This design comes from an exercise in tuning for small area, a short achievable clock period and few clock cycles per item on the open sky130 flow, not from production work.
No functional check of the RTL was part of this run.

==> design/flow/design.v <==
module stitch_weight (
    input  wire        clk,
    input  wire        rst,
    input  wire        start,
    output wire        ready,
    input  wire [20:0] in_cx,
    input  wire [18:0] in_cy,
    input  wire [12:0] in_x0,
    input  wire [10:0] in_y0,
    input  wire [13:0] in_w,
    input  wire [11:0] in_h,
    input  wire [7:0]  in_ramp_l,
    input  wire [7:0]  in_ramp_r,
    input  wire [7:0]  in_ramp_t,
    input  wire [7:0]  in_ramp_b,
    input  wire        in_profile,
    output reg         done,
    output reg  [16:0] wn
);
    reg        va;
    reg [20:0] a_cx;
    reg [18:0] a_cy;
    reg [12:0] a_x0;
    reg [10:0] a_y0;
    reg [13:0] a_w;
    reg [11:0] a_h;
    reg [7:0]  a_l, a_r, a_t, a_b;
    reg        a_prof;
    wire [13:0] dx  = {1'b0, a_cx[20:8]} - {1'b0, a_x0};       
    wire [13:0] wrx = a_w - {6'd0, a_r};                       
    wire [14:0] hx  = {dx[13], dx} - {1'b0, wrx};              
    wire        lo_x = !dx[13] && (dx[12:0] < {5'd0, a_l});
    wire        hi_x = !hx[14] && (hx[13:0] < {6'd0, a_r});
    wire [14:0] n_x  = lo_x ? {dx[6:0], a_cx[7:0]} : {hx[6:0], a_cx[7:0]};
    wire [7:0]  w_x  = lo_x ? a_l : a_r;
    wire        s_x  = lo_x | hi_x;
    wire [11:0] dy  = {1'b0, a_cy[18:8]} - {1'b0, a_y0};
    wire [11:0] wry = a_h - {4'd0, a_b};
    wire [12:0] hy  = {dy[11], dy} - {1'b0, wry};
    wire        lo_y = !dy[11] && (dy[10:0] < {3'd0, a_t});
    wire        hi_y = !hy[12] && (hy[11:0] < {4'd0, a_b});
    wire [14:0] n_y  = lo_y ? {dy[6:0], a_cy[7:0]} : {hy[6:0], a_cy[7:0]};
    wire [7:0]  w_y  = lo_y ? a_t : a_b;
    wire        s_y  = lo_y | hi_y;
    wire        slow_a = s_x | s_y;
    reg        vb;
    reg [14:0] b_fn;                  
    reg [7:0]  b_fw;
    reg        b_fc;
    reg [14:0] b_on;                  
    reg [7:0]  b_ow;
    reg        b_oc, b_ov;
    reg        b_prof;
    localparam [2:0] E_IDLE = 3'd0, E_MUL1 = 3'd1, E_MUL2 = 3'd2, E_DIV = 3'd3,
                     E_FIN  = 3'd4, E_FMUL = 3'd5, E_DONE = 3'd6;
    reg [2:0]  ph;
    reg [3:0]  cnt;
    reg        prof;
    reg [7:0]  wc;                    
    reg        cc;                    
    reg [14:0] no;                    
    reg [7:0]  wo;
    reg        co, ho;                
    reg        second;                
    reg        fm;                    
    reg [30:0] xm;                    
    reg [16:0] bm;                    
    reg [30:0] acc;                   
    reg [23:0] lo;                    
    reg [5:0]  c0, c1, c2;
    reg        t1, t2;
    wire e_done   = (ph == E_DONE);
    wire out_fast = (c0 != 6'd0);
    wire out_slow = (c0 == 6'd0) & t1 & e_done;
    wire eng_free = (ph == E_IDLE) | out_slow;
    wire b_go     = vb & eng_free;
    wire take     = va & (!slow_a | !vb | b_go);
    wire arr_fast = take & !slow_a;
    wire arr_slow = take & slow_a;
    wire lagfull  = c0[5] | c1[5] | c2[5];
    assign ready = !(va & vb) & !lagfull;
    wire [5:0] c0a = out_slow ? c1 : out_fast ? (c0 - 6'd1) : c0;
    wire [5:0] c1a = out_slow ? c2 : c1;
    wire [5:0] c2a = out_slow ? 6'd0 : c2;
    wire       t1a = out_slow ? t2 : t1;
    wire       t2a = out_slow ? 1'b0 : t2;
    function [21:0] cube(input [6:0] w);       
        case (w)
            7'd1: cube = 22'd1;
            7'd2: cube = 22'd8;
            7'd3: cube = 22'd27;
            7'd4: cube = 22'd64;
            7'd5: cube = 22'd125;
            7'd6: cube = 22'd216;
            7'd7: cube = 22'd343;
            7'd8: cube = 22'd512;
            7'd9: cube = 22'd729;
            7'd10: cube = 22'd1000;
            7'd11: cube = 22'd1331;
            7'd12: cube = 22'd1728;
            7'd13: cube = 22'd2197;
            7'd14: cube = 22'd2744;
            7'd15: cube = 22'd3375;
            7'd16: cube = 22'd4096;
            7'd17: cube = 22'd4913;
            7'd18: cube = 22'd5832;
            7'd19: cube = 22'd6859;
            7'd20: cube = 22'd8000;
            7'd21: cube = 22'd9261;
            7'd22: cube = 22'd10648;
            7'd23: cube = 22'd12167;
            7'd24: cube = 22'd13824;
            7'd25: cube = 22'd15625;
            7'd26: cube = 22'd17576;
            7'd27: cube = 22'd19683;
            7'd28: cube = 22'd21952;
            7'd29: cube = 22'd24389;
            7'd30: cube = 22'd27000;
            7'd31: cube = 22'd29791;
            7'd32: cube = 22'd32768;
            7'd33: cube = 22'd35937;
            7'd34: cube = 22'd39304;
            7'd35: cube = 22'd42875;
            7'd36: cube = 22'd46656;
            7'd37: cube = 22'd50653;
            7'd38: cube = 22'd54872;
            7'd39: cube = 22'd59319;
            7'd40: cube = 22'd64000;
            7'd41: cube = 22'd68921;
            7'd42: cube = 22'd74088;
            7'd43: cube = 22'd79507;
            7'd44: cube = 22'd85184;
            7'd45: cube = 22'd91125;
            7'd46: cube = 22'd97336;
            7'd47: cube = 22'd103823;
            7'd48: cube = 22'd110592;
            7'd49: cube = 22'd117649;
            7'd50: cube = 22'd125000;
            7'd51: cube = 22'd132651;
            7'd52: cube = 22'd140608;
            7'd53: cube = 22'd148877;
            7'd54: cube = 22'd157464;
            7'd55: cube = 22'd166375;
            7'd56: cube = 22'd175616;
            7'd57: cube = 22'd185193;
            7'd58: cube = 22'd195112;
            7'd59: cube = 22'd205379;
            7'd60: cube = 22'd216000;
            7'd61: cube = 22'd226981;
            7'd62: cube = 22'd238328;
            7'd63: cube = 22'd250047;
            7'd64: cube = 22'd262144;
            7'd65: cube = 22'd274625;
            7'd66: cube = 22'd287496;
            7'd67: cube = 22'd300763;
            7'd68: cube = 22'd314432;
            7'd69: cube = 22'd328509;
            7'd70: cube = 22'd343000;
            7'd71: cube = 22'd357911;
            7'd72: cube = 22'd373248;
            7'd73: cube = 22'd389017;
            7'd74: cube = 22'd405224;
            7'd75: cube = 22'd421875;
            7'd76: cube = 22'd438976;
            7'd77: cube = 22'd456533;
            7'd78: cube = 22'd474552;
            7'd79: cube = 22'd493039;
            7'd80: cube = 22'd512000;
            7'd81: cube = 22'd531441;
            7'd82: cube = 22'd551368;
            7'd83: cube = 22'd571787;
            7'd84: cube = 22'd592704;
            7'd85: cube = 22'd614125;
            7'd86: cube = 22'd636056;
            7'd87: cube = 22'd658503;
            7'd88: cube = 22'd681472;
            7'd89: cube = 22'd704969;
            7'd90: cube = 22'd729000;
            7'd91: cube = 22'd753571;
            7'd92: cube = 22'd778688;
            7'd93: cube = 22'd804357;
            7'd94: cube = 22'd830584;
            7'd95: cube = 22'd857375;
            7'd96: cube = 22'd884736;
            7'd97: cube = 22'd912673;
            7'd98: cube = 22'd941192;
            7'd99: cube = 22'd970299;
            7'd100: cube = 22'd1000000;
            7'd101: cube = 22'd1030301;
            7'd102: cube = 22'd1061208;
            7'd103: cube = 22'd1092727;
            7'd104: cube = 22'd1124864;
            7'd105: cube = 22'd1157625;
            7'd106: cube = 22'd1191016;
            7'd107: cube = 22'd1225043;
            7'd108: cube = 22'd1259712;
            7'd109: cube = 22'd1295029;
            7'd110: cube = 22'd1331000;
            7'd111: cube = 22'd1367631;
            7'd112: cube = 22'd1404928;
            7'd113: cube = 22'd1442897;
            7'd114: cube = 22'd1481544;
            7'd115: cube = 22'd1520875;
            7'd116: cube = 22'd1560896;
            7'd117: cube = 22'd1601613;
            7'd118: cube = 22'd1643032;
            7'd119: cube = 22'd1685159;
            7'd120: cube = 22'd1728000;
            7'd121: cube = 22'd1771561;
            7'd122: cube = 22'd1815848;
            7'd123: cube = 22'd1860867;
            7'd124: cube = 22'd1906624;
            7'd125: cube = 22'd1953125;
            7'd126: cube = 22'd2000376;
            7'd127: cube = 22'd2048383;
            7'd0: cube = 22'd2097152;
        endcase
    endfunction
    wire [17:0] fz  = fm ? lo[17:0] : {1'b0, lo[17:1]};
    wire [18:0] fr  = {1'b0, fz} + 19'd1;
    wire [16:0] fu  = fr[17:1];
    wire [16:0] fw  = cc ? (17'h10000 - fu) : fu;
    wire [38:0] ms   = {8'd0, acc} + xm * bm[7:0];
    wire [30:0] macc = ms[38:8];
    wire [23:0] mlo  = {ms[7:0], lo[23:8]};
    wire [21:0] dv = xm[21:0];
    wire [22:0] r0 = acc[22:0];
    wire [17:0] yb = lo[17:0];
    wire [22:0] q1 = {r0[21:0], yb[17]};
    wire [23:0] d1 = {1'b0, q1} - {2'b0, dv};
    wire [22:0] r1 = d1[23] ? q1 : d1[22:0];
    wire [22:0] q2 = {r1[21:0], yb[16]};
    wire [23:0] d2 = {1'b0, q2} - {2'b0, dv};
    wire [22:0] r2 = d2[23] ? q2 : d2[22:0];
    wire [17:0] yq = {yb[15:0], !d1[23], !d2[23]};
    wire        ld_o = (ph == E_FIN) & ho & !second;
    wire [14:0] ln = b_go ? b_fn : no;
    wire [7:0]  lw = b_go ? b_fw : wo;
    wire        lc = b_go ? b_fc : co;
    wire        lp = b_go ? b_prof : prof;
    wire [16:0] lm = {1'b0, lw, 8'd0} + {2'b0, lw, 7'd0} - {2'd0, ln};    
    always @(posedge clk) begin
        if (rst) begin
            va <= 1'b0;
            vb <= 1'b0;
            ph <= E_IDLE;
            c0 <= 6'd0;  c1 <= 6'd0;  c2 <= 6'd0;
            t1 <= 1'b0;  t2 <= 1'b0;
            done <= 1'b0;
        end else begin
            if (ready)     va <= start;
            else if (take) va <= 1'b0;
            if (arr_slow)  vb <= 1'b1;
            else if (b_go) vb <= 1'b0;
            c0 <= c0a + {5'd0, arr_fast & !t1a};
            c1 <= c1a + {5'd0, arr_fast & t1a & !t2a};
            c2 <= c2a + {5'd0, arr_fast & t2a};
            t1 <= t1a | arr_slow;
            t2 <= t2a | (arr_slow & t1a);
            done <= out_fast | out_slow;
            if (b_go || ld_o)
                ph <= lp ? E_MUL1 : E_DIV;
            else case (ph)
                E_MUL1: if (cnt[0]) ph <= E_MUL2;
                E_MUL2: if (cnt[0]) ph <= E_DIV;
                E_DIV:  if (cnt == 4'd8) ph <= (ho | second) ? E_FIN : E_DONE;
                E_FIN:  ph <= E_FMUL;                   
                E_FMUL: if (cnt == 4'd2) ph <= E_DONE;
                E_DONE: if (out_slow) ph <= E_IDLE;
                default: ph <= E_IDLE;
            endcase
        end
        wn <= out_slow ? fw : 17'h10000;
        if (ready) begin
            a_cx <= in_cx;  a_cy <= in_cy;
            a_x0 <= in_x0;  a_y0 <= in_y0;
            a_w  <= in_w;   a_h  <= in_h;
            a_l  <= in_ramp_l;  a_r <= in_ramp_r;
            a_t  <= in_ramp_t;  a_b <= in_ramp_b;
            a_prof <= in_profile;
        end
        if (arr_slow) begin
            b_fn <= s_x ? n_x : n_y;
            b_fw <= s_x ? w_x : w_y;
            b_fc <= s_x ? !lo_x : !lo_y;
            b_on <= n_y;
            b_ow <= w_y;
            b_oc <= !lo_y;
            b_ov <= s_x & s_y;
            b_prof <= a_prof;
        end
        if (b_go || ld_o) begin
            wc  <= lw;
            cc  <= lc;
            cnt <= 4'd0;
            fm  <= 1'b0;
            if (b_go) begin
                prof   <= b_prof;
                second <= 1'b0;
                ho     <= b_ov;
                no     <= b_on;
                wo     <= b_ow;
                co     <= b_oc;
            end else begin
                second <= 1'b1;
                ho     <= 1'b0;
                no     <= fw[14:0];
                wo     <= {6'd0, fw[16:15]};
            end
            if (lp) begin
                xm  <= {14'd0, lm};
                bm  <= {2'd0, ln};
                acc <= 31'd0;
            end else begin
                xm  <= {23'd0, lw};
                acc <= {24'd0, ln[14:8]};
                lo  <= {6'd0, ln[7:0], 10'd0};
            end
        end else begin
            cnt <= cnt + 4'd1;
            case (ph)
                E_MUL1, E_MUL2, E_FMUL: begin
                    acc <= macc;
                    lo  <= mlo;
                    if (ph == E_FMUL) bm <= {8'd0, bm[16:8]};
                    else              bm <= {1'b0, bm[7:0], bm[15:8]};
                    if (ph == E_MUL1 && cnt[0]) begin
                        cnt <= 4'd0;
                        xm  <= {macc[14:0], mlo[23:8]};           
                        acc <= 31'd0;
                    end
                    if (ph == E_MUL2 && cnt[0]) begin
                        cnt <= 4'd0;
                        xm  <= {9'd0, cube(wc[6:0])};
                        acc <= {8'd0, macc[29:7]};                 
                        lo  <= {6'd0, macc[6:0], mlo[23:13]};      
                    end
                    if (ph == E_FMUL && cnt == 4'd2) begin
                        lo  <= {6'd0, macc[8:0], mlo[23:15]};      
                        fm  <= 1'b1;
                        cc  <= 1'b0;
                    end
                end
                E_DIV: begin
                    acc <= {8'd0, r2};
                    lo  <= {6'd0, yq};
                end
                E_FIN: begin                                       
                    cnt <= 4'd0;
                    xm  <= {14'd0, wo[1:0], no};
                    bm  <= fw;
                    acc <= 31'd0;
                end
                default: ;
            endcase
        end
    end
endmodule
==> design/flow/run.sh <==
#!/bin/bash
# synth_recipe.tcl (not shown) runs the flow's synth.tcl, then flattens the netlist and writes it again
# the make line also repeats each setting of config.mk as NAME=value (left out here)
make -C /OpenROAD-flow-scripts/flow DESIGN_CONFIG=/design/flow/config.mk WORK_HOME=/design/flow/orfs CLKGATE_MAP_FILE= SYNTH_SCRIPT=/design/flow/synth_recipe.tcl finish
==> design/flow/config.mk <==
export PLATFORM = sky130hd
export DESIGN_NAME = stitch_weight
export DESIGN_NICKNAME = stitch_weight
export VERILOG_FILES = /design/flow/design.v
export SDC_FILE = /design/flow/constraint.sdc
export NUM_CORES = 4
export LEC_CHECK = 0
export CAP_MARGIN = 20
export CORE_MARGIN = 2
export CORE_UTILIZATION = 40
export PLACE_DENSITY = 0.6
export SLEW_MARGIN = 20
==> design/flow/constraint.sdc <==
create_clock -name core_clock -period 25.0 [get_ports {clk}]
set_input_delay 5.0000 -clock core_clock [delete_from_list [all_inputs] [get_ports {clk}]]
set_output_delay 5.0000 -clock core_clock [all_outputs]
set_load 0.01 [all_outputs]
==> notes.md <==
Yosys cell counts, types with 11 or more instances:
cell                       number
sky130_fd_sc_hd__a21boi_0      16
sky130_fd_sc_hd__nand2b_1      35
sky130_fd_sc_hd__buf_2         11
sky130_fd_sc_hd__nand3_1       54
sky130_fd_sc_hd__mux2i_1       64
sky130_fd_sc_hd__xor2_1        74
sky130_fd_sc_hd__o211ai_1      33
sky130_fd_sc_hd__inv_1        385
sky130_fd_sc_hd__nor3_1        55
sky130_fd_sc_hd__nand2_1      439
sky130_fd_sc_hd__o21bai_1      13
sky130_fd_sc_hd__a311oi_1      11
sky130_fd_sc_hd__a221oi_1      21
sky130_fd_sc_hd__o22ai_1       25
sky130_fd_sc_hd__a211oi_1      38
sky130_fd_sc_hd__edfxtp_1     311
sky130_fd_sc_hd__or3_1         22
sky130_fd_sc_hd__buf_1         25
sky130_fd_sc_hd__a21oi_1      245
sky130_fd_sc_hd__dfxtp_1       70
sky130_fd_sc_hd__fa_1         220
sky130_fd_sc_hd__and3_1        23
sky130_fd_sc_hd__o221ai_1      16
sky130_fd_sc_hd__clkbuf_1     139
sky130_fd_sc_hd__nor2b_1       38
sky130_fd_sc_hd__nor2_1       282
sky130_fd_sc_hd__a22oi_1       20
sky130_fd_sc_hd__xnor2_1      100
sky130_fd_sc_hd__ha_1         238
sky130_fd_sc_hd__o21ai_0      202
sky130_fd_sc_hd__mux2_2        18
sky130_fd_sc_hd__o21a_1        37
sky130_fd_sc_hd__a21o_1        68
sky130_fd_sc_hd__nand4_1       13
sky130_fd_sc_hd__a31oi_1       31
sky130_fd_sc_hd__and2_1       111
sky130_fd_sc_hd__o31ai_1       12
flip-flops by register name, indices dropped and copies added (netlist names), 15 cells and up, named ones only:
register and flops:
lo 24, b_fn 15, wn 17, b_on 15, a_cy 19, xm 31, no 15, a_cx 21
bm 17, acc 31
routing by layer:
metal | vias to the layer above | track usage [%] | part of all wire, % | wire length (um)
met4 | 0 | 7.45 | 3.5 | 3460
met1 | 13091 | 30.2 | 42 | 42000
met2 | 1003 | 38.8 | 48 | 47500
met5 | - | 0 | 0 | 0
met3 | 175 | 3.13 | 6.4 | 6380
li1 | 12864 | - | - | -
final cells by class:
cell class / count / area [um2] / share of cell area, %
multi-input combinational: 2726 / 20800 / 55.2
sequential: 381 / 10700 / 28.4
timing repair buffer: 196 / 1830 / 4.85
inverter: 388 / 1460 / 3.86
tap: 1080 / 1350 / 3.58
clock buffer: 54 / 1270 / 3.38
clock inverter: 29 / 272 / 0.719
cells by family (layout without fill, tap and decap cells):
group,Yosys count,count (layout),synth area share (%)
compound gates,885,885,17.0
xor+xnor,174,174,4.52
fa+ha+maj,458,458,21.9
buf+inv,570,667,6.53
flops,381,381,31.9
mux,91,91,2.93
simple gates,1118,1118,15.2
worst max path at each step:
stage	from	to	slack, ns
detailed placement	xm[1]	acc[13]	17.92
finish	va	ready	17.43
CTS	va	ready	17.35
global placement	va	ready	18.01
global route	va	ready	17.25
floorplan	c2[5]	ready	0.12
stage by stage:
stage,cells,hold WS (ns)
2_1_floorplan,3677,0.400
3_3_place_gp,4771,0.403
3_5_place_dp,4771,0.407
4_1_cts,4854,0.421
5_1_grt,4854,0.426
6_report,4854,0.422
==> summary.md <==
| Metric | Value |
|---|---|
| Yosys top cell by area | sky130_fd_sc_hd__edfxtp_1 |
| Critical-path cell with the highest stage delay | sky130_fd_sc_hd__clkdlybuf4s50_1 |
| Post-Route Skew | ~0.032 ns |
| Finish-stage setup viols | 0 |
| Number of instances in the synthesized netlist | between 3,000 and 4,000 |
| Die area | between 80,000 and 90,000 um2 |
| DIE HEIGHT | 294 um |
| Synth Flop Type | sky130_fd_sc_hd__edfxtp_1 |
| Max Clock Freq | roughly 130 MHz |
| Wire length after detailed routing | slightly below 100 mm |
| R2r setup slk | between 15 and 20 ns |
| Number of hold violations in the final report | 0 |
| Worst Hold Path EP | co |
| Slew @ Worst Pin | ~0.93 ns |
| Count of instances resized after the clock tree is built | 0 |
| Clock tree from TritonCTS | done |
| Starting density of the core | about two fifths |
| Number of routed nets with antenna violations | 0 |
| Number of buffers created by CTS | between 40 and 50 |
| Antenna diode count | 0 |
| Proportion of netlist area held by the largest area contributor | roughly 28% |
| Period minus WS final | 7.57 ns |
| Count of flip-flops with a built-in enable after synthesis | approximately 310 |
| Count of final max-slew check failures | 0 |
| Leading cell types in the layout, fill and taps excluded | sky130_fd_sc_hd__nand2_1 (439), sky130_fd_sc_hd__inv_1 (384), sky130_fd_sc_hd__edfxtp_1 (311) |
| Number of inserted filler cells in the final layout | 8,195 |
| Clock latency of the later-clocked register in the worst-skew pair | approximately 0.60 ns |
| Ports | between 100 and 150 |
| R2R Path Start | xm[1] |
| Number of synthesized register bits | between 300 and 400 |
| Run status | finished clean |
| Post-route setup TNS | 0 ns |
| Top Family by Delay on Critical Path | buffers and inverters |
| Yosys cell types | 95 |
| Gr usage total | approximately 23% |
| Leading cell type in the layout, fill and taps excluded | sky130_fd_sc_hd__nand2_1 |
| Clock slew seen by the registers of the worst setup and hold paths | around 0.06 ns |
| Worst r2r dst | acc[8] |
| Final design area excluding fillers | around 38,000 um2 |
| Hold-fix buffers, CTS | 0 |
| Number of buffers inserted by post-CTS setup repair | 0 |
| Count of vias placed by the detailed router | approximately 27,000 |
| Pre-CTS setup slack | 17.92 ns |
| Clock sinks | roughly 380 |
| DP Area | between 30,000 and 40,000 um2 |
| Share of synthesized registers carrying an async set or reset | 0% |
| Placed wire-length estimate after detailed placement | approximately 75 mm |
| Critical path arrival | between 2 and 3 ns |
| Hold depth | 0 |
| Port Buffer Count | roughly 140 |
| Cells taking the most area after synthesis | sky130_fd_sc_hd__edfxtp_1 (28%), sky130_fd_sc_hd__fa_1 (13%), sky130_fd_sc_hd__ha_1 (8.8%) |
| Clock root buffer | sky130_fd_sc_hd__clkbuf_16 |
| Hold path start | b_oc |
| Combined buffer and inverter count along the critical path | 2 |
| Iteration count of the initial detailed-routing pass | 6 |
| Pin count of the biggest net entering global routing | 76 |
| Biggest fanout along the worst timing path | between 50 and 60 |
| Kind of path behind the tightest hold check | flop to flop |
| Share of the core filled with cells | between 40 and 50% |
| Register-to-Register Path Depth | 26 |
| Initial antenna violation count | 0 |
| Area added between synthesis and finish | 12.1% |
| CTS H-tree lvls | 2 |
| Worst-case clock buffer depth | 3 |
| Number of global-route vias before repair | 26,752 |
| Weighted congestion at the end of routability-driven global placement | around 0.92 |
| Mean cell area of the mapped netlist | 9.16 um2 |
| Routed len/inst | a little over 20 um |
| Delay of the slowest critical-path stage | approximately 0.66 ns |
| Worst setup SP type | flop |
| Setup CP Type | flop to primary output |
| Core Footprint | 83,600 um2 |
| Sum of overflow across all layers after global routing | 0 |
| DRC errors left | 0 |
| Number of warnings printed during yosys synthesis | 1 |
| Wire length of the first global-routing pass | approximately 150 mm |
| Unrepaired setup endpoints after global routing | no |
| CP Depth | 3 |
| Sequential fraction of the synthesis area | around a third |
| Post-route fraction of the period consumed by the critical path | 30.3% |
| Fraction of layout cells with a size suffix above 1 | approximately 5.5% |
| Ordered list of cells on the worst path | a2111oi_2, buf_4, clkdlybuf4s50_1 |
| Net Count, Synth | around 4,300 |
| # nets final | around 4,300 |
| Headroom to the max-slew limit | 35.9% |
| Critical Path RT | roughly 20 ns |
| Synth Cell Area | ~34,000 um2 |
| Max capacitance violation total | 0 |
| Setup crit end kind | primary output |
| Setup slack after layout | between 15 and 20 ns |
| Standard-cell row count | about 110 |
| Drt first-iter violations | 2,681 |
| Vias per cell | around 5.6 |
| Die width | 294 um |

-- static timing again, ports no longer ideal --
No port has a modelled driver above. Below, the same layout with a new extraction and two added sets of constraints.
Step 1: set_driving_cell puts a clkbuf_16 on clk and a buf_2 on each other input, an assumption about the parent block.
Step 2 adds t to the input delays and takes it off the output delays; t is the mean of the earliest and latest rising clock arrival at the registers after step 1. Input paths then give back, and output paths get back, about the clock's delay inside the block.
Three values: ideal ports, drivers, drivers and shift; two values: the first two.
t, ns: 0.653
slack for setup (ns): 17.431 / 17.366 / 17.757
hold WS [ns]: 0.422 / 0.422 / 0.422
After both steps this run still meets setup and hold. For this run, drivers alone change the setup slack by -0.065 ns; drivers and shift together by +0.326 ns.
